This is an optimization exercise on Yosys and OpenROAD, whose aim is small area, a short achievable clock period and few clock cycles, not a production implementation.
No functional check of the RTL was part of any run shown here.
Power figures rest on the tool's default switching activity, not on a simulated workload.

==> design.v <==
`timescale 1ns/1ps
module uc32_alu (
    input  wire        clk,
    input  wire        rst,           
    input  wire        in_valid,
    output wire        in_ready,
    input  wire [10:0] in_fn,
    input  wire [31:0] in_a,
    input  wire [31:0] in_b,
    output reg         out_valid,
    output reg  [31:0] out_result,
    output reg         out_illegal
);
    localparam [3:0] O_SUM = 4'd0, O_LT = 4'd1, O_AND = 4'd2, O_OR = 4'd3, O_XOR = 4'd4,
                     O_FUN = 4'd5, O_ZERO = 4'd6, O_HI = 4'd7, O_ONES = 4'd8, O_REM = 4'd9;
    localparam [2:0] D_0 = 3'b000, D_P1 = 3'b001, D_M1 = 3'b101;
    wire in_hi0    = (in_fn[10:5] == 6'd0);
    wire in_simple = in_hi0 && !in_fn[4] && (in_fn[3:0] <= 4'd9);
    wire in_mul    = in_hi0 && (in_fn[4:2] == 3'b100) && (in_fn[1:0] != 2'd3);
    wire in_div    = in_hi0 && (in_fn[4:2] == 3'b101);
    wire in_ill    = !(in_simple || in_mul || in_div);
    wire in_slt    = (in_fn[3:0] == 4'd8);
    wire in_dsg    = !in_fn[0];
    wire in_bsx    = in_b[31] && (in_fn[4] ? in_dsg : in_slt);
    reg  [3:0] in_osel;
    always @(*) begin
        in_osel = O_ZERO;
        if (in_simple) begin
            case (in_fn[3:0])
                4'd0, 4'd1:       in_osel = O_SUM;
                4'd2:             in_osel = O_AND;
                4'd3:             in_osel = O_OR;
                4'd4:             in_osel = O_XOR;
                4'd5, 4'd6, 4'd7: in_osel = O_FUN;
                default:          in_osel = O_LT;
            endcase
        end else if (in_div) begin
            in_osel = O_SUM;                  
        end
    end
    function automatic [4:0] sigbits(input [31:0] x);
        reg [31:0] w;
        reg [15:0] v1; reg [15:0] i1;
        reg [7:0]  v2; reg [15:0] i2;
        reg [3:0]  v3; reg [11:0] i3;
        reg [1:0]  v4; reg [7:0]  i4;
        integer k;
        begin
            w = {x[30:0] ^ {31{x[31]}}, 1'b0};
            for (k = 0; k < 16; k = k + 1) begin
                v1[k] = w[2*k+1] | w[2*k];
                i1[k] = w[2*k+1];
            end
            for (k = 0; k < 8; k = k + 1) begin
                v2[k] = v1[2*k+1] | v1[2*k];
                i2[2*k +: 2] = v1[2*k+1] ? {1'b1, i1[2*k+1]} : {1'b0, i1[2*k]};
            end
            for (k = 0; k < 4; k = k + 1) begin
                v3[k] = v2[2*k+1] | v2[2*k];
                i3[3*k +: 3] = v2[2*k+1] ? {1'b1, i2[2*(2*k+1) +: 2]} : {1'b0, i2[2*(2*k) +: 2]};
            end
            for (k = 0; k < 2; k = k + 1) begin
                v4[k] = v3[2*k+1] | v3[2*k];
                i4[4*k +: 4] = v3[2*k+1] ? {1'b1, i3[3*(2*k+1) +: 3]} : {1'b0, i3[3*(2*k) +: 3]};
            end
            sigbits = v4[1] ? {1'b1, i4[7:4]} : {1'b0, i4[3:0]};
        end
    endfunction
    function automatic [2:0] booth(input [2:0] t);
        case (t)
            3'b001, 3'b010: booth = 3'b001;
            3'b011:         booth = 3'b010;
            3'b100:         booth = 3'b110;
            3'b101, 3'b110: booth = 3'b101;
            default:        booth = 3'b000;
        endcase
    endfunction
    reg         v;                        
    reg         dn;                       
    reg         c_mul, c_div, c_ill;
    reg  [4:0]  op;                       
    reg         p_exec, p_step;           
    reg         lastf;                    
    reg  [31:0] A;        
    reg  [33:0] B;        
    reg  [31:0] accH;     
    reg  [4:0]  cA, cB;   
    reg         bzf;      
    reg         negr;     
    reg  [4:0]  cnt;      
    reg         x_mul, x_r, x_a, x_inv, m_a, asx, cin_x;
    reg  [2:0]  dig;
    reg  [3:0]  osel;
    assign in_ready = !v || dn;
    wire fire = in_valid && in_ready;
    wire mul_sg  = (op[1:0] != 2'd2);
    wire div_sg  = !op[0];
    wire is_rem  = op[1];
    wire mul_hi  = (op[1:0] != 2'd0);
    wire [34:0] xin  = (({35{x_mul}} & {accH[0], out_result, 2'b00}) |
                        ({35{x_r}}   & {3'b000, out_result}) |
                        ({35{x_a}}   & {{3{asx}}, A})) ^ {35{x_inv}};
    wire [33:0] msel = m_a ? {{2{asx}}, A} : B;
    wire [34:0] mmul = dig[1] ? {msel, 1'b0} : (dig[0] ? {msel[33], msel} : 35'd0);
    wire [34:0] pp   = mmul ^ {35{dig[2]}};
    wire [36:0] sumt = {1'b0, xin, 1'b1} + {1'b0, pp, dig[2] | cin_x};
    wire [34:0] sum  = sumt[35:1];
    wire        c35  = sumt[36];
    wire [28:0] up0  = accH[29:1];
    reg  [28:0] upP, upM;
    integer ui;
    always @(*) begin
        for (ui = 0; ui < 29; ui = ui + 1) begin
            upP[ui] = up0[ui] ^ ((ui == 0) ? 1'b1 : &(up0 | ~((29'd1 << ui) - 29'd1)));
            upM[ui] = up0[ui] ^ ((ui == 0) ? 1'b1 : ~|(up0 & ((29'd1 << ui) - 29'd1)));
        end
    end
    wire [28:0] upN  = (c35 == pp[34]) ? up0 : (c35 ? upP : upM);
    wire [31:0] newH = {upN, sum[34:32]};
    wire [4:0]  eA    = (!mul_sg && A[31]) ? 5'd16 : {1'b0, cA[4:1]};
    wire [4:0]  eB    = (!mul_sg && B[31]) ? 5'd16 : {1'b0, cB[4:1]};
    wire        aM    = eA < eB;          
    wire [4:0]  nk1   = aM ? eA : eB;
    wire        selA  = p_exec ? aM : 1'b1;
    wire [31:0] msrc  = selA ? A : B[31:0];
    wire [31:0] mcand = selA ? B[31:0] : A;
    wire        mfil  = mul_sg & msrc[31];
    wire [36:0] mext  = {{4{mfil}}, msrc, 1'b0};
    wire [4:0]  didx  = p_exec ? nk1 : (cnt - 5'd1);
    wire [2:0]  dnext = booth(mext[{didx, 1'b0} +: 3]);
    wire [5:0] d0 = {1'b0, cA} - {1'b0, cB};
    reg  [4:0] ds;
    always @(*) begin
        if (bzf || (!div_sg && B[31]))
            ds = 5'd0;                                    
        else if (!div_sg && A[31])
            ds = 5'd0 - cB;                               
        else if (div_sg && A[31])
            ds = d0[5] ? 5'd0 : ((d0[4:0] == 5'd31) ? 5'd31 : d0[4:0] + 5'd1);
        else
            ds = d0[5] ? 5'd0 : d0[4:0];
    end
    wire dnegn = div_sg & B[31];                          
    wire negrn = div_sg & (is_rem ? A[31] : (A[31] ^ B[31]));
    reg  [33:0] fH;
    reg  [31:0] fL;
    reg  [4:0]  ft;
    always @(*) begin
        if (c_div) begin                      
            fH = B;                       fL = 32'd0;             ft = ds;
        end else if (op[1:0] == 2'd1) begin   
            fH = {2'b00, A};              fL = 32'd0;             ft = B[4:0];
        end else begin                        
            fH = {{33{(op[1:0] == 2'd3) & A[31]}}, A[31]};
            fL = {A[30:0], 1'b0};
            ft = ~B[4:0];
        end
    end
    wire [65:0] fsh = {fH, fL} << ft;
    wire [33:0] fun = fsh[65:32];
    always @(posedge clk) begin
        out_valid <= 1'b0;
        if (rst) begin
            v  <= 1'b0;
            dn <= 1'b0;
        end else begin
            if (v && dn) begin
                out_valid   <= 1'b1;
                out_illegal <= c_ill;
            end
            if (v) begin
                case (osel)
                    O_SUM:   out_result <= sum[31:0];
                    O_LT:    out_result <= {31'd0, sum[34]};
                    O_AND:   out_result <= A & B[31:0];
                    O_OR:    out_result <= A | B[31:0];
                    O_XOR:   out_result <= A ^ B[31:0];
                    O_FUN:   out_result <= fun[31:0];
                    O_HI:    out_result <= newH;
                    O_ONES:  out_result <= 32'hFFFF_FFFF;
                    O_REM:   if (!sum[34]) out_result <= sum[31:0];
                    default: out_result <= 32'd0;
                endcase
            end
            if (fire) begin
                v      <= 1'b1;
                dn     <= in_simple || in_ill;
                c_mul  <= in_mul;
                c_div  <= in_div;
                c_ill  <= in_ill;
                op     <= in_fn[4:0];
                p_exec <= 1'b1;
                p_step <= 1'b0;
                A      <= in_a;
                B      <= {{2{in_bsx}}, in_b};
                bzf    <= (in_b == 32'd0);
                cA     <= sigbits(in_a);
                cB     <= sigbits(in_b);
                x_mul  <= 1'b0;
                x_r    <= 1'b0;
                x_a    <= in_simple;
                x_inv  <= 1'b0;
                cin_x  <= 1'b0;
                m_a    <= in_div;
                asx    <= in_a[31] && (in_div ? in_dsg : in_slt);
                dig    <= in_div ? ((in_dsg && in_a[31]) ? D_M1 : D_P1)
                                 : ((in_fn[3:0] == 4'd0) ? D_P1 : D_M1);
                osel   <= in_osel;
            end else if (dn) begin
                v  <= 1'b0;
                dn <= 1'b0;
            end else if (v) begin
                if (p_exec) begin
                    p_exec <= 1'b0;
                    p_step <= 1'b1;
                    if (c_mul) begin
                        A      <= msrc;
                        B      <= {{2{mul_sg & mcand[31]}}, mcand};
                        accH   <= 32'd0;
                        cnt    <= nk1;
                        lastf  <= (nk1 == 5'd0);
                        dn     <= (nk1 == 5'd0);
                        x_mul  <= 1'b1;
                        x_a    <= 1'b0;
                        m_a    <= 1'b0;
                        dig    <= dnext;
                        osel   <= (nk1 == 5'd0 && mul_hi) ? O_HI : O_SUM;
                    end else begin
                        A      <= 32'd0;
                        B      <= fun;
                        cnt    <= ds;
                        lastf  <= (ds == 5'd0);
                        negr   <= negrn;
                        dn     <= (ds == 5'd0) && is_rem && !negrn;
                        x_r    <= 1'b1;
                        m_a    <= 1'b0;
                        dig    <= dnegn ? D_P1 : D_M1;
                        osel   <= O_REM;
                    end
                end
                if (p_step) begin
                    cnt   <= cnt - 5'd1;
                    lastf <= (cnt == 5'd1);
                    if (c_mul) begin
                        accH <= newH;
                        dig  <= dnext;
                        dn   <= (cnt == 5'd1);
                        osel <= (cnt == 5'd1 && mul_hi) ? O_HI : O_SUM;
                    end else begin
                        A <= {A[30:0], !sum[34]};
                        B <= {B[33], B[33:1]};
                        if (lastf) begin          
                            p_step <= 1'b0;
                            dn     <= 1'b1;
                            x_r    <= is_rem;
                            x_inv  <= is_rem & negr;
                            cin_x  <= is_rem & negr;
                            m_a    <= !is_rem;
                            asx    <= 1'b0;
                            dig    <= is_rem ? D_0 : (negr ? D_M1 : D_P1);
                            osel   <= (bzf && !is_rem) ? O_ONES : O_SUM;
                        end else begin
                            dn     <= (cnt == 5'd1) && is_rem && !negr;
                        end
                    end
                end
            end
        end
    end
endmodule
==> run.sh <==
#!/bin/bash
# synth_recipe.tcl (not shown) runs the flow's synth.tcl, then flattens the netlist and writes it again
# the make line also repeats each setting of config.mk as NAME=value (left out here)
make -C /OpenROAD-flow-scripts/flow DESIGN_CONFIG=/design/flow/config.mk WORK_HOME=/design/flow/orfs CLKGATE_MAP_FILE= SYNTH_SCRIPT=/design/flow/synth_recipe.tcl finish
==> config.mk <==
export PLATFORM = sky130hd
export DESIGN_NAME = uc32_alu
export DESIGN_NICKNAME = uc32_alu
export VERILOG_FILES = /design/flow/design.v
export SDC_FILE = /design/flow/constraint.sdc
export NUM_CORES = 4
export LEC_CHECK = 0
export CAP_MARGIN = 20
export CORE_MARGIN = 2
export CORE_UTILIZATION = 40
export PLACE_DENSITY = 0.6
export SETUP_SLACK_MARGIN = 3.5
export SLEW_MARGIN = 20
==> constraint.sdc <==
create_clock -name core_clock -period 8.0 [get_ports {clk}]
set_input_delay 1.6000 -clock core_clock [delete_from_list [all_inputs] [get_ports {clk}]]
set_output_delay 1.6000 -clock core_clock [all_outputs]
set_load 0.01 [all_outputs]
==> impl_metrics.prom, run 1 <==
# TYPE chip_impl_metric gauge
chip_impl_metric{name="hold_viol_final",unit=""} 0
chip_impl_metric{name="io_buf_count",unit=""} 112
chip_impl_info{name="tritoncts_clock_tree",value="built"} 1
chip_impl_metric{name="cellLeakagePower",unit="nW"} 10.6
chip_impl_metric{name="dieArea",unit="sq um"} 58100
chip_impl_metric{name="die_width",unit="microns"} 241
chip_impl_metric{name="drt_first_pass_iters",unit=""} 10
chip_impl_metric{name="p_switching",unit="W"} 0.00265
chip_impl_info{name="synth_top_flop_cell",value="sky130_fd_sc_hd__edfxtp_1"} 1
chip_impl_metric{name="total_grt_usage",unit=""} 0.467
chip_impl_metric{name="postSynthCellCount",unit=""} 2993
chip_impl_info{name="root_buffer",value="sky130_fd_sc_hd__clkbuf_16"} 1
chip_impl_metric{name="p_clk_frac",unit=""} 0.177
chip_impl_metric{name="cellPowerDensity",unit="nW/um^2"} 186
chip_impl_metric{name="drt-wirelength-per-cell",unit="microns"} 35.8
chip_impl_metric{name="placed_area",unit="sq um"} 24500
chip_impl_metric{name="finalWirelength",unit="microns"} 142000
chip_impl_metric{name="final_area",unit="sq um"} 28800
chip_impl_metric{name="drt_first_iter_violations",unit=""} 4784
chip_impl_metric{name="clkSinkCount",unit=""} 170
chip_impl_metric{name="area_growth_syn_to_layout",unit="%"} 28.0
chip_impl_metric{name="internal_power",unit="W"} 0.00270
chip_impl_metric{name="comb_power_share",unit=""} 0.606
chip_impl_metric{name="n_fill_cell",unit=""} 5444
chip_impl_metric{name="min_period",unit="ns"} 4.87
chip_impl_metric{name="syn_area_per_cell",unit="sq um"} 7.51
chip_impl_metric{name="die_h",unit="microns"} 241
chip_impl_metric{name="via_count",unit=""} 28700
chip_impl_metric{name="postSynthNetCount",unit=""} 3189
chip_impl_metric{name="crit_path_max_incr_delay",unit="ns"} 0.55
chip_impl_metric{name="worst_skew_pair.late_latency",unit="ns"} 0.53
chip_impl_metric{name="layout_setup_ws",unit="ns"} 3.13
chip_impl_info{name="critPathLaunchType",value="register"} 1
chip_impl_metric{name="final_min_period_over_clock_period",unit=""} 0.608
chip_impl_metric{name="core_region_area",unit="sq um"} 55300
chip_impl_metric{name="tns",unit="ns"} 0
chip_impl_metric{name="seq_power_share",unit=""} 0.217
chip_impl_metric{name="finalMaxSlewViolations",unit=""} 0
chip_impl_metric{name="grt_pass1_wl",unit="microns"} 193000
chip_impl_info{name="worst_setup_path_end_kind",value="register"} 1
chip_impl_metric{name="cp_data_arrival_time",unit="ns"} 5.13
chip_impl_metric{name="worstMarginPinSlew",unit="ns"} 1.34
chip_impl_metric{name="power.share.switching",unit=""} 0.496
chip_impl_metric{name="max-cap-violations",unit=""} 0
chip_impl_info{name="synth_largest_area_cell",value="sky130_fd_sc_hd__edfxtp_1"} 1
chip_impl_metric{name="num_rows",unit=""} 86
chip_impl_metric{name="detailedPlace.worstSlack",unit="ns"} 2.14
chip_impl_info{name="r2r_start",value="op[1]"} 1
chip_impl_info{name="worst_setup_path_class",value="register to register"} 1
chip_impl_metric{name="critPathRequiredTime",unit="ns"} 8.26
chip_impl_metric{name="i_o_pin_total",unit=""} 113
chip_impl_info{name="min_path_type",value="register to register"} 1
chip_impl_metric{name="finalSetupViolations",unit=""} 0
chip_impl_info{name="min_from",value="c_ill"} 1
chip_impl_metric{name="synth-edff-count",unit=""} 167
chip_impl_metric{name="antenna_found_initial",unit=""} 10
chip_impl_metric{name="synth_warnings",unit=""} 1
chip_impl_metric{name="path_clk_slew",unit="ns"} 0.09
chip_impl_info{name="cp_slowest_cell",value="sky130_fd_sc_hd__mux4_2"} 1
chip_impl_metric{name="cts_buffer_depth",unit=""} 2
chip_impl_metric{name="h-tree-depth",unit=""} 4
chip_impl_metric{name="worst-path-max-fanout",unit=""} 16
chip_impl_metric{name="drc",unit=""} 0
chip_impl_metric{name="cts-buffers-inserted",unit=""} 17
chip_impl_metric{name="via_per_inst",unit=""} 7.26
chip_impl_info{name="launch_point_of_the_critical_path",value="op[1]"} 1
chip_impl_metric{name="netlist_area",unit="sq um"} 22500
chip_impl_metric{name="asyncSetResetFlopFracSynth",unit=""} 0
chip_impl_metric{name="worst_ir_drop_vdd",unit="mV"} 0.187
chip_impl_info{name="crit_chain",value="buf_6, nand3b_1, nand2_2, ha_4, o211ai_1, o2111ai_2, a21o_4, a41oi_4, buf_6, nor2_2, a211oi_2, a21oi_1, mux4_2, mux2i_1, o21ai_2, ha_1, nor2_2, a21o_1, a221oi_2, or3_1"} 1
chip_impl_metric{name="number_of_storage_elements_in_the_synthesis_netlist",unit=""} 170
chip_impl_info{name="setup_repair_after_global_routing_missed_its_margin",value="yes"} 1
chip_impl_metric{name="fmax",unit="MHz"} 205
chip_impl_metric{name="grt_start_max_net_pins",unit=""} 73
chip_impl_metric{name="synth.yosys.seq_area_share",unit=""} 0.226
chip_impl_metric{name="synth.lib_cells_used.distinct",unit=""} 90
chip_impl_metric{name="detail-route-antenna-nets",unit=""} 0
chip_impl_metric{name="via_count_of_the_first_global_routing_pass",unit=""} 25700
chip_impl_metric{name="final_util",unit=""} 0.520
chip_impl_metric{name="detailedPlacementHpwl",unit="microns"} 97200
chip_impl_metric{name="routabilityCongestion",unit=""} 1.09
chip_impl_info{name="result_of_the_run",value="no timing/DRC/antenna violations"} 1
chip_impl_metric{name="synth_top_area_frac",unit=""} 0.223
chip_impl_info{name="leading_cell_types_by_total_area_after_synthesis",value="sky130_fd_sc_hd__edfxtp_1 22%, sky130_fd_sc_hd__o21ai_0 6.7%, sky130_fd_sc_hd__ha_1 6.5%"} 1
chip_impl_metric{name="initial_utilization",unit=""} 0.406
chip_impl_metric{name="fraction_of_layout_instances_using_a_drive_strength_above_1",unit=""} 0.207
chip_impl_metric{name="clock_skew",unit="ns"} 0.0252
chip_impl_metric{name="slew-limit-headroom",unit=""} 0.0943
chip_impl_metric{name="grt-ovfl-total",unit=""} 0
chip_impl_metric{name="layout.nets",unit=""} 3383
chip_impl_metric{name="cts.hold.buffers_added",unit=""} 0
-- critical path: cells and delay by family (launching register included) --
family / cells / cell delay (ns)
AO/OA/AOI/OAI: 9 / 1.65
adder cells (fa/ha/maj): 2 / 0.57
buffers and inverters: 2 / 0.40
flip-flops: 1 / 0.42
multiplexers: 2 / 0.78
AND/OR/NAND/NOR: 5 / 0.77
-- power groups by stage --
stage          Combinational, W  Sequential [W]  Clock (W)
2_1_floorplan           0.00150         0.00115          0
3_3_place_gp            0.00240         0.00120          0
3_5_place_dp            0.00241         0.00120          0
4_1_cts                 0.00274         0.00115   0.000944
5_1_grt                 0.00332         0.00116   0.000973
6_report                0.00324         0.00116   0.000949
-- logic make-up after synthesis --
family | count (synthesis) | share of synthesized area
and+or+nand+nor | 874 | 0.178
buffers and inverters | 390 | 0.0666
AOI/OAI and AO/OA | 1204 | 0.361
DFF | 170 | 0.226
muxes | 94 | 0.0462
adders and majority gates | 119 | 0.0668
xor gates and xnor gates | 142 | 0.0553
-- cell usage in the layout (no fill, tap or decap), types with 32 or more instances in the layout --
cell                              count
sky130_fd_sc_hd__mux2i_1             58
sky130_fd_sc_hd__nor2_1             193
sky130_fd_sc_hd__inv_1              121
sky130_fd_sc_hd__a22oi_1             84
sky130_fd_sc_hd__a221oi_1            36
sky130_fd_sc_hd__nand2_1            330
sky130_fd_sc_hd__buf_4              257
sky130_fd_sc_hd__ha_1               100
sky130_fd_sc_hd__o221ai_1            54
sky130_fd_sc_hd__xnor2_1            101
sky130_fd_sc_hd__edfxtp_1           167
sky130_fd_sc_hd__o22ai_1             51
sky130_fd_sc_hd__nand3_1             75
sky130_fd_sc_hd__o211ai_1            51
sky130_fd_sc_hd__a21oi_1            204
sky130_fd_sc_hd__o21ai_1             32
sky130_fd_sc_hd__clkdlybuf4s50_1    111
sky130_fd_sc_hd__o21ai_0            244
sky130_fd_sc_hd__nor3_1              66
sky130_fd_sc_hd__o31ai_1             36
-- repair_timing --
action,CTS,global route
buffers inserted,105,89
setup endpoints to repair,132,130
gates cloned,8,7
resized for setup,196,220
hold endpoints to repair,0,0
pin swaps,59,101
-- per-layer routing --
metal	GRT usage	part of all wire	routed length (microns)	up-vias
met5	0	0.00062	88	-
met1	0.608	0.37	52500	13700
met2	0.642	0.39	55300	2432
met4	0.334	0.092	13000	6
met3	0.156	0.15	20700	616
li1	-	-	-	11900
-- cell type report --
class / instances / area [sq um] / share of cell area
sequential: 170 / 5070 / 0.176
clock inverter: 15 / 193 / 0.00670
tap: 748 / 936 / 0.0325
antenna: 6 / 15.0 / 0.000522
clock buffer: 17 / 425 / 0.0148
inverter: 137 / 529 / 0.0184
multi-input combinational: 2442 / 17800 / 0.617
timing repair buffer: 419 / 3840 / 0.134
-- state kept, by name, indices dropped and copies added (netlist names), 2 cells and up --
name	flops
osel	4
op	2
dig	3
out_result	32
cnt	5
accH	30
B	34
cA	5
A	32
cB	5
-- path summary, 6_finish.rpt --
| path | end | depth (start not counted) | slack [ns] |
|---|---|---|---|
| worst max-delay path | dig[0] | 20 | 3.13 |
| worst min-delay path | out_illegal | 0 | 0.43 |
| worst max register to register | dig[0] | 20 | 3.13 |
| worst min register to register | out_illegal | 0 | 0.43 |
-- synthesized netlist by cell type (29+ instances only) --
cell	count
sky130_fd_sc_hd__o31ai_1	40
sky130_fd_sc_hd__a22oi_1	96
sky130_fd_sc_hd__xor2_1	31
sky130_fd_sc_hd__buf_1	29
sky130_fd_sc_hd__a221oi_1	45
sky130_fd_sc_hd__o22ai_1	58
sky130_fd_sc_hd__xnor2_1	111
sky130_fd_sc_hd__mux2i_1	79
sky130_fd_sc_hd__a222oi_1	31
sky130_fd_sc_hd__nor3_1	75
sky130_fd_sc_hd__a211oi_1	43
sky130_fd_sc_hd__clkbuf_1	204
sky130_fd_sc_hd__o21ai_0	299
sky130_fd_sc_hd__ha_1	116
sky130_fd_sc_hd__nand2_1	346
sky130_fd_sc_hd__o211ai_1	51
sky130_fd_sc_hd__o221ai_1	57
sky130_fd_sc_hd__inv_1	132
sky130_fd_sc_hd__nor2_1	207
sky130_fd_sc_hd__a21o_1	33
sky130_fd_sc_hd__a21oi_1	228
sky130_fd_sc_hd__edfxtp_1	167
sky130_fd_sc_hd__nand3_1	78
-- per-stage QoR --
stage          total power [W]  hold slack (ns)  instances
6_report               0.00535            0.430       3954
5_1_grt                0.00546            0.449       3948
4_1_cts                0.00483            0.426       3852
3_5_place_dp           0.00361            0.417       3707
3_3_place_gp           0.00360            0.403       3703
2_1_floorplan          0.00264            0.400       2993
==> inputs of run 2 (changes only) <==
--- a/design.v
+++ b/design.v
@@ -126,6 +126,10 @@
     wire [31:0] mcand = selA ? B[31:0] : A;
-    wire        mfil  = mul_sg & msrc[31];
-    wire [36:0] mext  = {{4{mfil}}, msrc, 1'b0};
-    wire [4:0]  didx  = p_exec ? nk1 : (cnt - 5'd1);
-    wire [2:0]  dnext = booth(mext[{didx, 1'b0} +: 3]);
+    wire        fA    = mul_sg & A[31];
+    wire        fB    = mul_sg & B[31];
+    wire [36:0] aext  = {{4{fA}}, A, 1'b0};
+    wire [36:0] bext  = {{4{fB}}, B[31:0], 1'b0};
+    wire [4:0]  aidx  = p_exec ? eA : (cnt - 5'd1);
+    wire [2:0]  dA    = aext[{aidx, 1'b0} +: 3];
+    wire [2:0]  dB    = bext[{eB, 1'b0} +: 3];
+    wire [2:0]  dnext = booth(selA ? dA : dB);
     wire [5:0] d0 = {1'b0, cA} - {1'b0, cB};
==> impl_metrics.prom, run 2 <==
# TYPE chip_impl_metric gauge
chip_impl_info{name="tritoncts_clock_tree",value="built"} 1
chip_impl_metric{name="dieArea",unit="sq um"} 58400
chip_impl_metric{name="cp_data_arrival_time",unit="ns"} 4.97
chip_impl_metric{name="via_count_of_the_first_global_routing_pass",unit=""} 25400
chip_impl_metric{name="synth.yosys.seq_area_share",unit=""} 0.225
chip_impl_metric{name="critical_path.n_buffers_inverters",unit=""} 1
chip_impl_metric{name="i_o_pin_total",unit=""} 113
chip_impl_metric{name="critPathRequiredTime",unit="ns"} 8.25
chip_impl_metric{name="clock_skew",unit="ns"} 0.0167
chip_impl_info{name="worst_setup_path_class",value="register to register"} 1
chip_impl_metric{name="h-tree-depth",unit=""} 4
chip_impl_metric{name="drt_first_iter_violations",unit=""} 4223
chip_impl_metric{name="synth-edff-count",unit=""} 167
chip_impl_metric{name="min_period",unit="ns"} 4.71
chip_impl_metric{name="finalSetupViolations",unit=""} 0
chip_impl_metric{name="cts.hold.buffers_added",unit=""} 0
chip_impl_metric{name="syn_area_per_cell",unit="sq um"} 7.63
chip_impl_info{name="setup_repair_after_global_routing_missed_its_margin",value="yes"} 1
chip_impl_metric{name="netlist_area",unit="sq um"} 22600
chip_impl_metric{name="routabilityCongestion",unit=""} 1.09
chip_impl_metric{name="cts_buffer_depth",unit=""} 2
chip_impl_info{name="min_path_type",value="register to register"} 1
chip_impl_metric{name="critical_path_depth",unit=""} 15
chip_impl_metric{name="slew-limit-headroom",unit=""} 0.229
chip_impl_info{name="crit_chain",value="inv_1, o21ai_0, a22oi_1, xnor2_1, ha_1, nand4_1, or2_2, o221ai_2, or4b_4, or3_4, nor4_4, mux2i_2, nor2_2, xor2_1, a211o_1"} 1
chip_impl_info{name="regMostFlops",value="B"} 1
chip_impl_metric{name="via_per_inst",unit=""} 7.08
chip_impl_metric{name="cellLeakagePower",unit="nW"} 10.9
chip_impl_metric{name="grt_start_max_net_pins",unit=""} 84
chip_impl_metric{name="synth.lib_cells_used.distinct",unit=""} 97
chip_impl_metric{name="crit_path_max_incr_delay",unit="ns"} 0.64
chip_impl_metric{name="total_grt_usage",unit=""} 0.446
chip_impl_metric{name="grt_use_met1",unit=""} 0.556
chip_impl_metric{name="die_width",unit="microns"} 242
chip_impl_info{name="cp_slowest_cell",value="sky130_fd_sc_hd__edfxtp_1"} 1
chip_impl_info{name="top_regs",value="B (34), A (32), out_result (32)"} 1
chip_impl_metric{name="fmax",unit="MHz"} 212
chip_impl_metric{name="finalWirelength",unit="microns"} 138000
chip_impl_info{name="critPathLaunchType",value="register"} 1
chip_impl_metric{name="number_of_storage_elements_in_the_synthesis_netlist",unit=""} 170
chip_impl_info{name="synth_top_cells_by_count",value="336 x sky130_fd_sc_hd__nand2_1, 287 x sky130_fd_sc_hd__o21ai_0, 243 x sky130_fd_sc_hd__a21oi_1, 211 x sky130_fd_sc_hd__clkbuf_1, 186 x sky130_fd_sc_hd__nor2_1"} 1
chip_impl_info{name="synth_top_flop_cell",value="sky130_fd_sc_hd__edfxtp_1"} 1
chip_impl_metric{name="postSynthNetCount",unit=""} 3158
chip_impl_metric{name="detailedPlace.worstSlack",unit="ns"} 1.90
chip_impl_info{name="synth_largest_area_cell",value="sky130_fd_sc_hd__edfxtp_1"} 1
chip_impl_metric{name="layout.nets",unit=""} 3350
chip_impl_metric{name="via_count",unit=""} 27800
chip_impl_metric{name="number_of_cells_in_the_design_after_placement",unit=""} 3659
chip_impl_metric{name="antenna_found_initial",unit=""} 10
chip_impl_metric{name="area_growth_syn_to_layout",unit="%"} 29.2
chip_impl_info{name="root_buffer",value="sky130_fd_sc_hd__clkbuf_16"} 1
chip_impl_info{name="leading_cell_types_by_total_area_after_synthesis",value="sky130_fd_sc_hd__edfxtp_1 22%, sky130_fd_sc_hd__ha_1 6.5%, sky130_fd_sc_hd__o21ai_0 6.4%"} 1
chip_impl_metric{name="worst_ir_drop_vdd",unit="mV"} 0.180
chip_impl_metric{name="max-cap-violations",unit=""} 0
chip_impl_metric{name="n_fill_cell",unit=""} 5379
chip_impl_metric{name="clkSinkCount",unit=""} 170
chip_impl_metric{name="grt-ovfl-total",unit=""} 0
chip_impl_metric{name="cts-buffers-inserted",unit=""} 17
chip_impl_metric{name="grt_use_met2",unit=""} 0.662
chip_impl_metric{name="worst_skew_pair.late_latency",unit="ns"} 0.51
chip_impl_metric{name="final-instance-count-excl-fill",unit=""} 3928
chip_impl_metric{name="num_rows",unit=""} 87
chip_impl_info{name="grt_busiest_layer",value="met2"} 1
chip_impl_metric{name="whs_path_depth",unit=""} 0
chip_impl_metric{name="final_util",unit=""} 0.520
chip_impl_metric{name="grt_util_met3",unit=""} 0.144
chip_impl_metric{name="path_clk_slew",unit="ns"} 0.08
chip_impl_metric{name="core_region_area",unit="sq um"} 56200
chip_impl_info{name="mostFrequentLayoutCell",value="sky130_fd_sc_hd__nand2_1"} 1
chip_impl_metric{name="io_buf_count",unit=""} 112
chip_impl_info{name="crit_family",value="simple AND/OR/NAND/NOR gates"} 1
chip_impl_metric{name="final_min_period_over_clock_period",unit=""} 0.589
chip_impl_metric{name="detailedPlacementHpwl",unit="microns"} 98200
chip_impl_metric{name="initial_utilization",unit=""} 0.402
chip_impl_metric{name="fraction_of_layout_instances_using_a_drive_strength_above_1",unit=""} 0.229
chip_impl_metric{name="synth_top_area_frac",unit=""} 0.222
chip_impl_metric{name="drt-wirelength-per-cell",unit="microns"} 35.1
chip_impl_metric{name="total_power",unit="W"} 0.00515
chip_impl_metric{name="cellPowerDensity",unit="nW/um^2"} 176
chip_impl_info{name="synthMostInstantiatedCell",value="sky130_fd_sc_hd__nand2_1"} 1
chip_impl_metric{name="drt_first_pass_iters",unit=""} 10
chip_impl_info{name="final_cell_mix",value="326 x sky130_fd_sc_hd__nand2_1, 264 x sky130_fd_sc_hd__buf_4, 225 x sky130_fd_sc_hd__o21ai_0, 217 x sky130_fd_sc_hd__a21oi_1, 173 x sky130_fd_sc_hd__nor2_1"} 1
chip_impl_metric{name="finalMaxSlewViolations",unit=""} 0
chip_impl_metric{name="postSynthCellCount",unit=""} 2961
chip_impl_metric{name="detail-route-antenna-nets",unit=""} 0
chip_impl_metric{name="ff2ff_path_depth",unit=""} 15
chip_impl_metric{name="tns",unit="ns"} 0
chip_impl_metric{name="layout_setup_ws",unit="ns"} 3.29
chip_impl_metric{name="worst-path-max-fanout",unit=""} 6
chip_impl_metric{name="drc",unit=""} 0
chip_impl_metric{name="synth_warnings",unit=""} 1
chip_impl_info{name="worst_setup_path_end_kind",value="register"} 1
chip_impl_metric{name="worstMarginPinSlew",unit="ns"} 1.14
chip_impl_metric{name="die_h",unit="microns"} 242
chip_impl_metric{name="asyncSetResetFlopFracSynth",unit=""} 0
chip_impl_info{name="result_of_the_run",value="no timing/DRC/antenna violations"} 1
chip_impl_metric{name="largest_register_ff_count",unit=""} 34
chip_impl_metric{name="hold_viol_final",unit=""} 0
chip_impl_metric{name="grt_pass1_wl",unit="microns"} 188000
[run 2: kinds of logic after synthesis]
logic type | share of synthesized area
AO/OA/AOI/OAI | 0.335
AND/OR/NAND/NOR | 0.179
buffers and inverters | 0.0704
flip-flops | 0.225
XOR/XNOR | 0.0569
multiplexers | 0.0675
adder cells (fa/ha/maj) | 0.0670
[run 2: report_power, final]
group	total (W)	switching [W]	internal, W
combinational	0.00307	0.00191	0.00116
sequential	0.00116	0.0000911	0.00107
clock	0.000919	0.000453	0.000466
[run 2: repair_timing]
item	in CTS	in global routing
setup buffers	129	93
pin swaps	69	105
endpoints found under the hold margin	0	0
gates resized for setup	199	283
setup endpoints to repair	130	130
cloned	5	4
[run 2: final cells by class]
class / count / area [sq um] / area share
flip-flops and latches: 170 / 5070 / 0.174
repair buffers: 445 / 4180 / 0.143
clock buffers: 17 / 425 / 0.0146
well taps: 756 / 946 / 0.0324
clock inverters: 15 / 163 / 0.00557
inverters: 128 / 498 / 0.0171
diodes: 6 / 15.0 / 0.000514
multi-input cells: 2391 / 17900 / 0.613
[run 2: through the flow]
| stage | area [sq um] | hold slack, ns |
|---|---|---|
| CTS | 27000 | 0.425 |
| floorplan | 22700 | 0.400 |
| global placement | 24500 | 0.418 |
| global route | 29200 | 0.433 |
| finish | 29200 | 0.426 |
| detailed placement | 24500 | 0.406 |
[run 2: worst paths after layout]
kind	start	endpoint	slack, ns
max	B[29]	out_result[31]	3.29
min reg2reg	c_ill	out_illegal	0.43
min	c_ill	out_illegal	0.43
max reg2reg	B[29]	out_result[31]	3.29
[run 2: routing by layer]
metal	part of all wire	wire, microns
met5	0.0011	147
met2	0.42	57500
met4	0.082	11300
met3	0.13	18300
met1	0.37	50600
==> inputs of run 3 (changes only) <==
--- a/design.v
+++ b/design.v
@@ -90,3 +90,3 @@
     reg  [4:0]  cnt;      
-    reg         x_mul, x_r, x_a, x_inv, m_a, asx, cin_x;
+    reg         x_mul, x_r, x_a, x_inv, asx, cin_x;
     reg  [2:0]  dig;
@@ -102,4 +102,3 @@
                         ({35{x_a}}   & {{3{asx}}, A})) ^ {35{x_inv}};
-    wire [33:0] msel = m_a ? {{2{asx}}, A} : B;
-    wire [34:0] mmul = dig[1] ? {msel, 1'b0} : (dig[0] ? {msel[33], msel} : 35'd0);
+    wire [34:0] mmul = dig[1] ? {B, 1'b0} : (dig[0] ? {B[33], B} : 35'd0);
     wire [34:0] pp   = mmul ^ {35{dig[2]}};
@@ -162,4 +161,8 @@
     end
-    wire [65:0] fsh = {fH, fL} << ft;
-    wire [33:0] fun = fsh[65:32];
+    wire [65:0] fx  = {fH, fL};
+    wire [48:0] fs4 = ft[4] ? fx[49:1]   : fx[65:17];    
+    wire [40:0] fs3 = ft[3] ? fs4[40:0]  : fs4[48:8];
+    wire [36:0] fs2 = ft[2] ? fs3[36:0]  : fs3[40:4];
+    wire [34:0] fs1 = ft[1] ? fs2[34:0]  : fs2[36:2];
+    wire [33:0] fun = ft[0] ? fs1[33:0]  : fs1[34:1];
     always @(posedge clk) begin
@@ -170,2 +173,3 @@
         end else begin
+            accH <= (p_exec || !c_mul) ? 32'd0 : newH;
             if (v && dn) begin
@@ -174,3 +178,3 @@
             end
-            if (v) begin
+            begin
                 case (osel)
@@ -188,4 +192,6 @@
             end
-            if (fire) begin
-                v      <= 1'b1;
+            cA <= sigbits(in_a);
+            cB <= sigbits(in_b);
+            if (in_ready) begin
+                v      <= in_valid;
                 dn     <= in_simple || in_ill;
@@ -200,18 +206,11 @@
                 bzf    <= (in_b == 32'd0);
-                cA     <= sigbits(in_a);
-                cB     <= sigbits(in_b);
                 x_mul  <= 1'b0;
                 x_r    <= 1'b0;
-                x_a    <= in_simple;
-                x_inv  <= 1'b0;
-                cin_x  <= 1'b0;
-                m_a    <= in_div;
+                x_a    <= 1'b1;                  
+                x_inv  <= in_div && in_dsg && in_a[31];
+                cin_x  <= in_div && in_dsg && in_a[31];
                 asx    <= in_a[31] && (in_div ? in_dsg : in_slt);
-                dig    <= in_div ? ((in_dsg && in_a[31]) ? D_M1 : D_P1)
-                                 : ((in_fn[3:0] == 4'd0) ? D_P1 : D_M1);
+                dig    <= in_div ? D_0 : ((in_fn[3:0] == 4'd0) ? D_P1 : D_M1);
                 osel   <= in_osel;
-            end else if (dn) begin
-                v  <= 1'b0;
-                dn <= 1'b0;
-            end else if (v) begin
+            end else begin
                 if (p_exec) begin
@@ -222,3 +221,2 @@
                         B      <= {{2{mul_sg & mcand[31]}}, mcand};
-                        accH   <= 32'd0;
                         cnt    <= nk1;
@@ -228,3 +226,4 @@
                         x_a    <= 1'b0;
-                        m_a    <= 1'b0;
+                        x_inv  <= 1'b0;
+                        cin_x  <= 1'b0;
                         dig    <= dnext;
@@ -239,3 +238,5 @@
                         x_r    <= 1'b1;
-                        m_a    <= 1'b0;
+                        x_a    <= 1'b0;
+                        x_inv  <= 1'b0;
+                        cin_x  <= 1'b0;
                         dig    <= dnegn ? D_P1 : D_M1;
@@ -248,3 +249,2 @@
                     if (c_mul) begin
-                        accH <= newH;
                         dig  <= dnext;
@@ -259,7 +259,7 @@
                             x_r    <= is_rem;
-                            x_inv  <= is_rem & negr;
-                            cin_x  <= is_rem & negr;
-                            m_a    <= !is_rem;
+                            x_a    <= !is_rem;      
+                            x_inv  <= negr;
+                            cin_x  <= negr;
                             asx    <= 1'b0;
-                            dig    <= is_rem ? D_0 : (negr ? D_M1 : D_P1);
+                            dig    <= D_0;
                             osel   <= (bzf && !is_rem) ? O_ONES : O_SUM;
--- a/config.mk
+++ b/config.mk
@@ -7,7 +7,8 @@
 export LEC_CHECK = 0
+export ABC_AREA = 1
 export CAP_MARGIN = 20
 export CORE_MARGIN = 2
-export CORE_UTILIZATION = 40
-export PLACE_DENSITY = 0.6
-export SETUP_SLACK_MARGIN = 3.5
+export CORE_UTILIZATION = 50
+export PLACE_DENSITY = 0.65
+export SETUP_SLACK_MARGIN = 4.0
 export SLEW_MARGIN = 20
==> impl_metrics.prom, run 3 <==
# TYPE chip_impl_metric gauge
chip_impl_info{name="result_of_the_run",value="no timing/DRC/antenna violations"} 1
chip_impl_info{name="cp_slowest_cell",value="sky130_fd_sc_hd__fa_2"} 1
chip_impl_info{name="synth_largest_area_cell",value="sky130_fd_sc_hd__edfxtp_1"} 1
chip_impl_metric{name="cp_data_arrival_time",unit="ns"} 4.30
chip_impl_metric{name="worstMarginPinSlew",unit="ns"} 1.13
chip_impl_metric{name="tns",unit="ns"} 0
chip_impl_metric{name="finalSetupViolations",unit=""} 0
chip_impl_info{name="top_regs",value="B (34), A (32), out_result (32)"} 1
chip_impl_metric{name="crit_path_max_incr_delay",unit="ns"} 0.61
chip_impl_metric{name="total_grt_usage",unit=""} 0.483
chip_impl_info{name="synth_top_cells_by_count",value="854 x sky130_fd_sc_hd__nand2_1, 426 x sky130_fd_sc_hd__nand3_1, 324 x sky130_fd_sc_hd__inv_1, 296 x sky130_fd_sc_hd__o21ai_0, 208 x sky130_fd_sc_hd__nor2_1"} 1
chip_impl_metric{name="largest_register_ff_count",unit=""} 34
chip_impl_metric{name="die_h",unit="microns"} 213
chip_impl_metric{name="n_fill_cell",unit=""} 4035
chip_impl_metric{name="clkSinkCount",unit=""} 170
chip_impl_metric{name="synth_warnings",unit=""} 1
chip_impl_metric{name="cellPowerDensity",unit="nW/um^2"} 187
chip_impl_metric{name="via_count_of_the_first_global_routing_pass",unit=""} 25100
chip_impl_metric{name="drc",unit=""} 0
chip_impl_metric{name="hold_viol_final",unit=""} 0
chip_impl_metric{name="cts_buffer_depth",unit=""} 2
chip_impl_metric{name="asyncSetResetFlopFracSynth",unit=""} 0
chip_impl_metric{name="final-instance-count-excl-fill",unit=""} 4148
chip_impl_metric{name="via_count",unit=""} 28300
chip_impl_metric{name="core_region_area",unit="sq um"} 43200
chip_impl_metric{name="number_of_cells_in_the_design_after_placement",unit=""} 3965
chip_impl_info{name="critPathLaunchType",value="register"} 1
chip_impl_metric{name="number_of_storage_elements_in_the_synthesis_netlist",unit=""} 170
chip_impl_metric{name="critical_path.n_buffers_inverters",unit=""} 2
chip_impl_metric{name="slew-limit-headroom",unit=""} 0.250
chip_impl_metric{name="synth.lib_cells_used.distinct",unit=""} 61
chip_impl_info{name="root_buffer",value="sky130_fd_sc_hd__clkbuf_16"} 1
chip_impl_metric{name="via_per_inst",unit=""} 6.83
chip_impl_metric{name="fraction_of_layout_instances_using_a_drive_strength_above_1",unit=""} 0.159
chip_impl_metric{name="num_rows",unit=""} 76
chip_impl_metric{name="drt_first_iter_violations",unit=""} 5291
chip_impl_metric{name="synth.yosys.seq_area_share",unit=""} 0.232
chip_impl_metric{name="path_clk_slew",unit="ns"} 0.08
chip_impl_metric{name="final_min_period_over_clock_period",unit=""} 0.509
chip_impl_metric{name="initial_utilization",unit=""} 0.507
chip_impl_info{name="mostFrequentLayoutCell",value="sky130_fd_sc_hd__nand2_1"} 1
chip_impl_metric{name="postSynthNetCount",unit=""} 3614
chip_impl_info{name="synth_top_flop_cell",value="sky130_fd_sc_hd__edfxtp_1"} 1
chip_impl_info{name="min_path_type",value="register to register"} 1
chip_impl_metric{name="grt-ovfl-total",unit=""} 0
chip_impl_metric{name="i_o_pin_total",unit=""} 113
chip_impl_metric{name="drt-wirelength-per-cell",unit="microns"} 27.7
chip_impl_metric{name="worst-path-max-fanout",unit=""} 8
chip_impl_metric{name="die_width",unit="microns"} 213
chip_impl_metric{name="drt_first_pass_iters",unit=""} 12
chip_impl_info{name="final_cell_mix",value="800 x sky130_fd_sc_hd__nand2_1, 329 x sky130_fd_sc_hd__nand3_1, 294 x sky130_fd_sc_hd__inv_1, 271 x sky130_fd_sc_hd__o21ai_0, 191 x sky130_fd_sc_hd__nor2_1"} 1
chip_impl_metric{name="max-cap-violations",unit=""} 0
chip_impl_metric{name="min_period",unit="ns"} 4.08
chip_impl_metric{name="antenna_found_initial",unit=""} 6
chip_impl_metric{name="ff2ff_setup_slack",unit="ns"} 3.92
chip_impl_metric{name="cellLeakagePower",unit="nW"} 11.5
chip_impl_metric{name="io_buf_count",unit=""} 112
chip_impl_metric{name="detailedPlacementHpwl",unit="microns"} 80100
chip_impl_info{name="tritoncts_clock_tree",value="built"} 1
chip_impl_metric{name="clock_skew",unit="ns"} 0.0294
chip_impl_metric{name="syn_area_per_cell",unit="sq um"} 6.40
chip_impl_metric{name="grt_start_max_net_pins",unit=""} 115
chip_impl_metric{name="finalMaxSlewViolations",unit=""} 0
chip_impl_metric{name="grt_pass1_wl",unit="microns"} 160000
chip_impl_metric{name="worst_skew_pair.late_latency",unit="ns"} 0.54
chip_impl_info{name="crit_chain",value="ha_2, inv_1, fa_2, ha_4, nand3_4, nor2_4, nand3_1, nand2_1, nand2_2, nand2_4, nand3_4, buf_6, nand3_1, nand2_2, nand2_1, nand3_1, nand3_1, nand3_1, nand3_2, nand4_1"} 1
chip_impl_metric{name="routabilityCongestion",unit=""} 1.09
chip_impl_info{name="worst_path_most_repeated_cell",value="sky130_fd_sc_hd__nand3_1"} 1
chip_impl_info{name="synthMostInstantiatedCell",value="sky130_fd_sc_hd__nand2_1"} 1
chip_impl_metric{name="fmax",unit="MHz"} 245
chip_impl_info{name="leading_cell_types_by_total_area_after_synthesis",value="sky130_fd_sc_hd__edfxtp_1 23%, sky130_fd_sc_hd__nand2_1 15%, sky130_fd_sc_hd__nand3_1 9.7%"} 1
chip_impl_metric{name="layout.nets",unit=""} 3738
chip_impl_metric{name="netlist_area",unit="sq um"} 21900
chip_impl_info{name="regMostFlops",value="B"} 1
chip_impl_metric{name="cts-buffers-inserted",unit=""} 17
chip_impl_metric{name="detail-route-antenna-nets",unit=""} 0
chip_impl_metric{name="finalWirelength",unit="microns"} 115000
chip_impl_info{name="worst_setup_path_end_kind",value="register"} 1
chip_impl_metric{name="worst_ir_drop_vdd",unit="mV"} 0.188
chip_impl_metric{name="dieArea",unit="sq um"} 45500
chip_impl_info{name="setup_repair_after_global_routing_missed_its_margin",value="yes"} 1
chip_impl_info{name="crit_family",value="simple AND/OR/NAND/NOR gates"} 1
chip_impl_metric{name="critPathRequiredTime",unit="ns"} 8.23
chip_impl_metric{name="area_growth_syn_to_layout",unit="%"} 22.7
chip_impl_metric{name="h-tree-depth",unit=""} 4
chip_impl_metric{name="synth_top_area_frac",unit=""} 0.229
chip_impl_metric{name="synth-edff-count",unit=""} 167
chip_impl_info{name="worst_setup_path_class",value="register to register"} 1
chip_impl_metric{name="postSynthCellCount",unit=""} 3421
-- run 3: cell types whose count changed after synthesis, sizes merged, moves of 94 or more --
cell    before  now
inv        127  337
nand2      336  865
nand3       85  429
mux2i       94    0
clkbuf     211  106
xnor2      114   17
-- run 3: kinds of logic (layout without fill, tap and decap cells) --
group	count (synthesis)	after routing	synth area share
other cells	0	5	0
buf+inv	547	674	0.100
compound gates	824	824	0.225
flops	170	170	0.232
xor+xnor	136	136	0.0544
simple gates	1629	1639	0.322
fa+ha+maj	115	115	0.0664
-- run 3: final cells by class --
class | count | area, sq um | share of cell area
antenna | 5 | 12.5 | 0.000466
clock buffer | 19 | 433 | 0.0161
clock inverter | 13 | 119 | 0.00443
inverter | 354 | 1440 | 0.0535
multi-input combinational | 2714 | 16200 | 0.603
sequential | 170 | 5070 | 0.189
tap | 585 | 732 | 0.0273
timing repair buffer | 285 | 2820 | 0.105
timing repair inverter | 3 | 22.5 | 0.000839
-- run 3: layer usage --
| layer | track usage | part of all wire | up-vias |
|---|---|---|---|
| met5 | 0 | 0.00022 | - |
| met4 | 0.338 | 0.10 | 4 |
| met1 | 0.589 | 0.34 | 13000 |
| met2 | 0.713 | 0.41 | 2476 |
| met3 | 0.163 | 0.15 | 713 |
| li1 | - | - | 12100 |
-- run 3: final timing paths --
kind | to | start | depth (start not counted)
max reg2reg | out_result[21] | cB[0] | 20
min reg2reg | out_illegal | c_ill | 0
max | out_result[21] | cB[0] | 20
min | out_illegal | c_ill | 0
-- run 3: what timing repair did --
item                                   in CTS  in global routing
pin swaps                                  14                 70
setup buffers                              69                 57
gates resized for setup                   103                313
setup endpoints to repair                 133                129
hold buffers                                0                  0
gates cloned                                6                 14
endpoints found under the hold margin       0                  0
-- run 3: where the power goes --
group	internal, W	switching (W)
Combinational	0.000977	0.00197
Clock	0.000429	0.000433
Sequential	0.00108	0.000126
Total	0.00248	0.00253
-- run 3: stage by stage --
step / utilization / hold WS [ns] / cell area [sq um] / setup WS, ns / total power, W
6_report: 0.622 / 0.461 / 26900 / 3.92 / 0.00501
5_1_grt: 0.622 / 0.474 / 26800 / 3.78 / 0.00516
4_1_cts: 0.574 / 0.459 / 24800 / 3.94 / 0.00444
3_3_place_gp: 0.538 / 0.434 / 23200 / 2.51 / 0.00339
2_1_floorplan: - / 0.400 / 21900 / 3.65 / 0.00266
3_5_place_dp: 0.538 / 0.441 / 23200 / 2.26 / 0.00342
==> inputs of run 4 (changes only) <==
==> flow/run.sh (new file) <==
#!/bin/bash
# The standard layout (standard.sh, unchanged synthesis and steps), with one change:
# the buffers that ORFS puts on every input and output port are sky130_fd_sc_hd__buf_1
# instead of the cell buffer_ports picks by default (a delay buffer, clkdlybuf4s50_1).
# The make output goes to run_make.log; each ORFS step keeps its own log under orfs/logs/.
set -euo pipefail
export BUFFER_PORTS_ARGS="-buffer_cell sky130_fd_sc_hd__buf_1"
bash standard.sh > run_make.log 2>&1
==> standard.sh (new file) <==
#!/bin/bash
# synth_recipe.tcl (not shown) runs the flow's synth.tcl, then flattens the netlist and writes it again
# the make line also repeats each setting of config.mk as NAME=value (left out here)
make -C /OpenROAD-flow-scripts/flow DESIGN_CONFIG=/design/flow/config.mk WORK_HOME=/design/flow/orfs CLKGATE_MAP_FILE= SYNTH_SCRIPT=/design/flow/synth_recipe.tcl "${@:-finish}"
removed: run.sh
==> impl_metrics.prom, run 4 <==
# TYPE chip_impl_metric gauge
chip_impl_metric{name="cp_data_arrival_time",unit="ns"} 4.38
chip_impl_metric{name="final_util",unit=""} 0.600
chip_impl_metric{name="detailedPlacementHpwl",unit="microns"} 81600
chip_impl_metric{name="drc",unit=""} 0
chip_impl_metric{name="p_clk_frac",unit=""} 0.170
chip_impl_metric{name="via_count",unit=""} 27900
chip_impl_metric{name="clock_skew",unit="ns"} 0.0184
chip_impl_info{name="leading_cell_types_by_total_area_after_synthesis",value="sky130_fd_sc_hd__edfxtp_1 23%, sky130_fd_sc_hd__nand2_1 15%, sky130_fd_sc_hd__nand3_1 9.7%"} 1
chip_impl_metric{name="io_buf_count",unit=""} 112
chip_impl_metric{name="num_rows",unit=""} 76
chip_impl_metric{name="fraction_of_layout_instances_using_a_drive_strength_above_1",unit=""} 0.145
chip_impl_info{name="synth_largest_area_cell",value="sky130_fd_sc_hd__edfxtp_1"} 1
chip_impl_metric{name="synth_warnings",unit=""} 1
chip_impl_metric{name="drt_first_iter_violations",unit=""} 4709
chip_impl_metric{name="synth.yosys.seq_area_share",unit=""} 0.232
chip_impl_metric{name="area_growth_syn_to_layout",unit="%"} 18.3
chip_impl_metric{name="worst-path-max-fanout",unit=""} 7
chip_impl_metric{name="netlist_area",unit="sq um"} 21900
chip_impl_metric{name="synth.lib_cells_used.distinct",unit=""} 61
chip_impl_info{name="regMostFlops",value="B"} 1
chip_impl_metric{name="antenna_found_initial",unit=""} 6
chip_impl_info{name="launch_point_of_the_critical_path",value="dig[1]"} 1
chip_impl_metric{name="final_min_period_over_clock_period",unit=""} 0.516
chip_impl_metric{name="hold_viol_final",unit=""} 0
chip_impl_metric{name="cts.hold.buffers_added",unit=""} 0
chip_impl_metric{name="dieArea",unit="sq um"} 45500
chip_impl_metric{name="syn_area_per_cell",unit="sq um"} 6.40
chip_impl_info{name="min_from",value="c_ill"} 1
chip_impl_info{name="min_path_type",value="register to register"} 1
chip_impl_metric{name="seq_power_share",unit=""} 0.240
chip_impl_info{name="mostFrequentLayoutCell",value="sky130_fd_sc_hd__nand2_1"} 1
chip_impl_metric{name="clkSinkCount",unit=""} 170
chip_impl_info{name="synth_top_flop_cell",value="sky130_fd_sc_hd__edfxtp_1"} 1
chip_impl_metric{name="cellPowerDensity",unit="nW/um^2"} 193
chip_impl_metric{name="finalMaxSlewViolations",unit=""} 0
chip_impl_metric{name="fmax",unit="MHz"} 242
chip_impl_metric{name="core_region_area",unit="sq um"} 43200
chip_impl_metric{name="worstMarginPinSlew",unit="ns"} 1.12
chip_impl_info{name="synth_top_cells_by_count",value="854 x sky130_fd_sc_hd__nand2_1, 426 x sky130_fd_sc_hd__nand3_1, 324 x sky130_fd_sc_hd__inv_1, 296 x sky130_fd_sc_hd__o21ai_0, 208 x sky130_fd_sc_hd__nor2_1"} 1
chip_impl_info{name="top_regs",value="B (34), A (32), out_result (32)"} 1
chip_impl_metric{name="postSynthNetCount",unit=""} 3614
chip_impl_metric{name="grt-ovfl-total",unit=""} 0
chip_impl_metric{name="total_grt_usage",unit=""} 0.492
chip_impl_metric{name="hold_ws",unit="ns"} 0.456
chip_impl_info{name="critPathLaunchType",value="register"} 1
chip_impl_metric{name="h-tree-depth",unit=""} 4
chip_impl_info{name="result_of_the_run",value="no timing/DRC/antenna violations"} 1
chip_impl_metric{name="via_count_of_the_first_global_routing_pass",unit=""} 25000
chip_impl_info{name="tritoncts_clock_tree",value="built"} 1
chip_impl_metric{name="postSynthCellCount",unit=""} 3421
chip_impl_metric{name="critPathRequiredTime",unit="ns"} 8.25
chip_impl_info{name="setup_repair_after_global_routing_missed_its_margin",value="yes"} 1
chip_impl_metric{name="layout.nets",unit=""} 3739
chip_impl_metric{name="routabilityCongestion",unit=""} 1.11
chip_impl_metric{name="grt_start_max_net_pins",unit=""} 112
chip_impl_metric{name="slew-limit-headroom",unit=""} 0.251
chip_impl_metric{name="number_of_storage_elements_in_the_synthesis_netlist",unit=""} 170
chip_impl_metric{name="detail-route-antenna-nets",unit=""} 0
chip_impl_metric{name="initial_utilization",unit=""} 0.507
chip_impl_metric{name="number_of_cells_in_the_design_after_placement",unit=""} 3959
chip_impl_info{name="worst_setup_path_end_kind",value="register"} 1
chip_impl_metric{name="p_switching",unit="W"} 0.00256
chip_impl_metric{name="internal_power",unit="W"} 0.00245
chip_impl_metric{name="tns",unit="ns"} 0
chip_impl_metric{name="die_width",unit="microns"} 213
chip_impl_metric{name="drt-wirelength-per-cell",unit="microns"} 27.8
chip_impl_metric{name="cellLeakagePower",unit="nW"} 11.1
chip_impl_metric{name="via_per_inst",unit=""} 6.73
chip_impl_metric{name="n_fill_cell",unit=""} 4141
chip_impl_metric{name="max-cap-violations",unit=""} 0
chip_impl_info{name="final_cell_mix",value="828 x sky130_fd_sc_hd__nand2_1, 383 x sky130_fd_sc_hd__nand3_1, 285 x sky130_fd_sc_hd__inv_1, 268 x sky130_fd_sc_hd__o21ai_0, 189 x sky130_fd_sc_hd__nor2_1"} 1
chip_impl_metric{name="asyncSetResetFlopFracSynth",unit=""} 0
chip_impl_metric{name="synth-edff-count",unit=""} 167
chip_impl_metric{name="worst_ir_drop_vdd",unit="mV"} 0.135
chip_impl_metric{name="finalWirelength",unit="microns"} 115000
chip_impl_metric{name="cts_buffer_depth",unit=""} 2
chip_impl_metric{name="synth_top_area_frac",unit=""} 0.229
chip_impl_metric{name="drt_first_pass_iters",unit=""} 10
chip_impl_info{name="r2r_start",value="dig[1]"} 1
chip_impl_metric{name="finalSetupViolations",unit=""} 0
chip_impl_metric{name="worst_skew_pair.late_latency",unit="ns"} 0.52
chip_impl_metric{name="final-instance-count-excl-fill",unit=""} 4148
chip_impl_info{name="worst_setup_path_class",value="register to register"} 1
chip_impl_metric{name="min_period",unit="ns"} 4.12
chip_impl_metric{name="i_o_pin_total",unit=""} 113
chip_impl_metric{name="comb_power_share",unit=""} 0.589
chip_impl_metric{name="grt_pass1_wl",unit="microns"} 161000
chip_impl_metric{name="largest_register_ff_count",unit=""} 34
chip_impl_metric{name="power.share.switching",unit=""} 0.511
chip_impl_metric{name="path_clk_slew",unit="ns"} 0.08
chip_impl_metric{name="die_h",unit="microns"} 213
chip_impl_metric{name="cts-buffers-inserted",unit=""} 17
chip_impl_info{name="root_buffer",value="sky130_fd_sc_hd__clkbuf_16"} 1
chip_impl_metric{name="ff2ff_setup_slack",unit="ns"} 3.88
chip_impl_info{name="synthMostInstantiatedCell",value="sky130_fd_sc_hd__nand2_1"} 1
-- run 4: cell counts after synthesis --
Identical to the previous run, type by type.
-- run 4: repair_timing --
item	in CTS	in global routing
setup buffers	70	64
endpoints found under the setup margin	131	135
resized for setup	128	222
cloned	9	10
pin swaps	20	57
-- run 4: critical path: stages, from the launching register on --
cell	delay [ns]
sky130_fd_sc_hd__edfxtp_1	0.48
sky130_fd_sc_hd__nor2_4	0.20
sky130_fd_sc_hd__clkinvlp_4	0.21
sky130_fd_sc_hd__buf_12	0.20
sky130_fd_sc_hd__o22ai_2	0.13
sky130_fd_sc_hd__xor2_1	0.12
sky130_fd_sc_hd__ha_2	0.40
sky130_fd_sc_hd__buf_6	0.12
sky130_fd_sc_hd__nand2_1	0.08
sky130_fd_sc_hd__nor2_1	0.12
sky130_fd_sc_hd__inv_2	0.08
sky130_fd_sc_hd__nor3_4	0.23
sky130_fd_sc_hd__o21ai_1	0.10
sky130_fd_sc_hd__and3_4	0.19
sky130_fd_sc_hd__nand2_8	0.13
sky130_fd_sc_hd__clkinvlp_4	0.22
sky130_fd_sc_hd__nand2_8	0.19
sky130_fd_sc_hd__o22ai_1	0.10
sky130_fd_sc_hd__or2_2	0.29
sky130_fd_sc_hd__nand3_1	0.12
sky130_fd_sc_hd__nand4_1	0.10
-- run 4: kinds of logic (layout without fill, tap and decap cells) --
| kind of cell | count (synthesis) | count (layout) | share of synthesized area |
|---|---|---|---|
| buffers and inverters | 547 | 676 | 0.100 |
| flip-flops | 170 | 170 | 0.232 |
| AO/OA/AOI/OAI | 824 | 825 | 0.225 |
| AND/OR/NAND/NOR | 1629 | 1637 | 0.322 |
| adder cells (fa/ha/maj) | 115 | 115 | 0.0664 |
| XOR/XNOR | 136 | 136 | 0.0544 |
| other | 0 | 4 | 0 |
-- run 4: power by group through the flow --
stage | Combinational [W] | Clock (W) | Sequential, W
after floorplan | 0.00150 | 0 | 0.00115
final | 0.00295 | 0.000854 | 0.00120
after CTS | 0.00240 | 0.000851 | 0.00119
after global placement | 0.00214 | 0 | 0.00123
after global routing | 0.00309 | 0.000880 | 0.00120
after detailed placement | 0.00216 | 0 | 0.00123
-- run 4: stage by stage --
stage | total power (W) | setup slack (ns) | instance area, sq um
4_1_cts | 0.00444 | 3.98 | 24200
6_report | 0.00501 | 3.88 | 25900
3_5_place_dp | 0.00339 | 2.18 | 22500
3_3_place_gp | 0.00337 | 2.33 | 22500
2_1_floorplan | 0.00266 | 3.65 | 21900
5_1_grt | 0.00518 | 3.71 | 25900
-- run 4: final timing paths --
path	to	cells past startpoint
worst max register to register	out_result[19]	20
worst max-delay path	out_result[19]	20
worst min register to register	out_illegal	0
worst min-delay path	out_illegal	0
-- run 4: layout make-up --
cell class              instances  area, sq um  area share
diodes                          4         10.0    0.000387
clock buffers                  19          443      0.0171
clock inverters                13          126     0.00488
inverters                     354         1450      0.0562
multi-input cells            2713        15900       0.614
flip-flops and latches        170         5070       0.196
well taps                     585          732      0.0283
repair buffers                286         2120      0.0817
repair inverters                4         27.5     0.00106
-- run 4: metal layers --
metal	share of wire	global-route usage	vias up
met5	0.0015	0.0200	-
met4	0.10	0.401	12
met3	0.15	0.185	646
met2	0.40	0.701	2296
met1	0.34	0.589	12800
li1	-	-	12100

-- re-timing with driven ports --
How much do the figures lean on ideal ports? The routed layouts below were timed once more, with nothing changed but the port constraints.
Step 1 sets driving cells, clkbuf_16 on the clock port and buf_2 on the other inputs (assumed; they add their load-dependent delay and slew).
Step 2 adds t to the input delays and takes it off the output delays; t is the mean of the earliest and latest rising clock arrival at the registers after step 1. Input paths then give back, and output paths get back, about the clock's delay inside the block.
Slacks: ideal ports / drivers / drivers and shift; pairs: ideal ports / drivers.
run | t (ns) | slack for setup (ns) | worst setup path at the end | slew at the worst register clock pin (ns) | cell pins on the clock port's net
run 1 | 0.575 | 3.132 / 3.132 / 3.006 | input to register | 0.10 / 0.10 | 1
run 2 | 0.561 | 3.287 / 3.287 / 3.074 | input to register | 0.09 / 0.09 | 1
run 3 | 0.588 | 3.925 / 3.925 / 3.795 | input to register | 0.09 / 0.09 | 1
run 4 | 0.572 | 3.875 / 3.875 / 3.670 | input to register | 0.08 / 0.08 | 1
After both steps setup and hold are still met in every run listed. The setup slack of run 2, which loses most, moves by 0.000 ns with the drivers and by -0.213 ns with both steps.
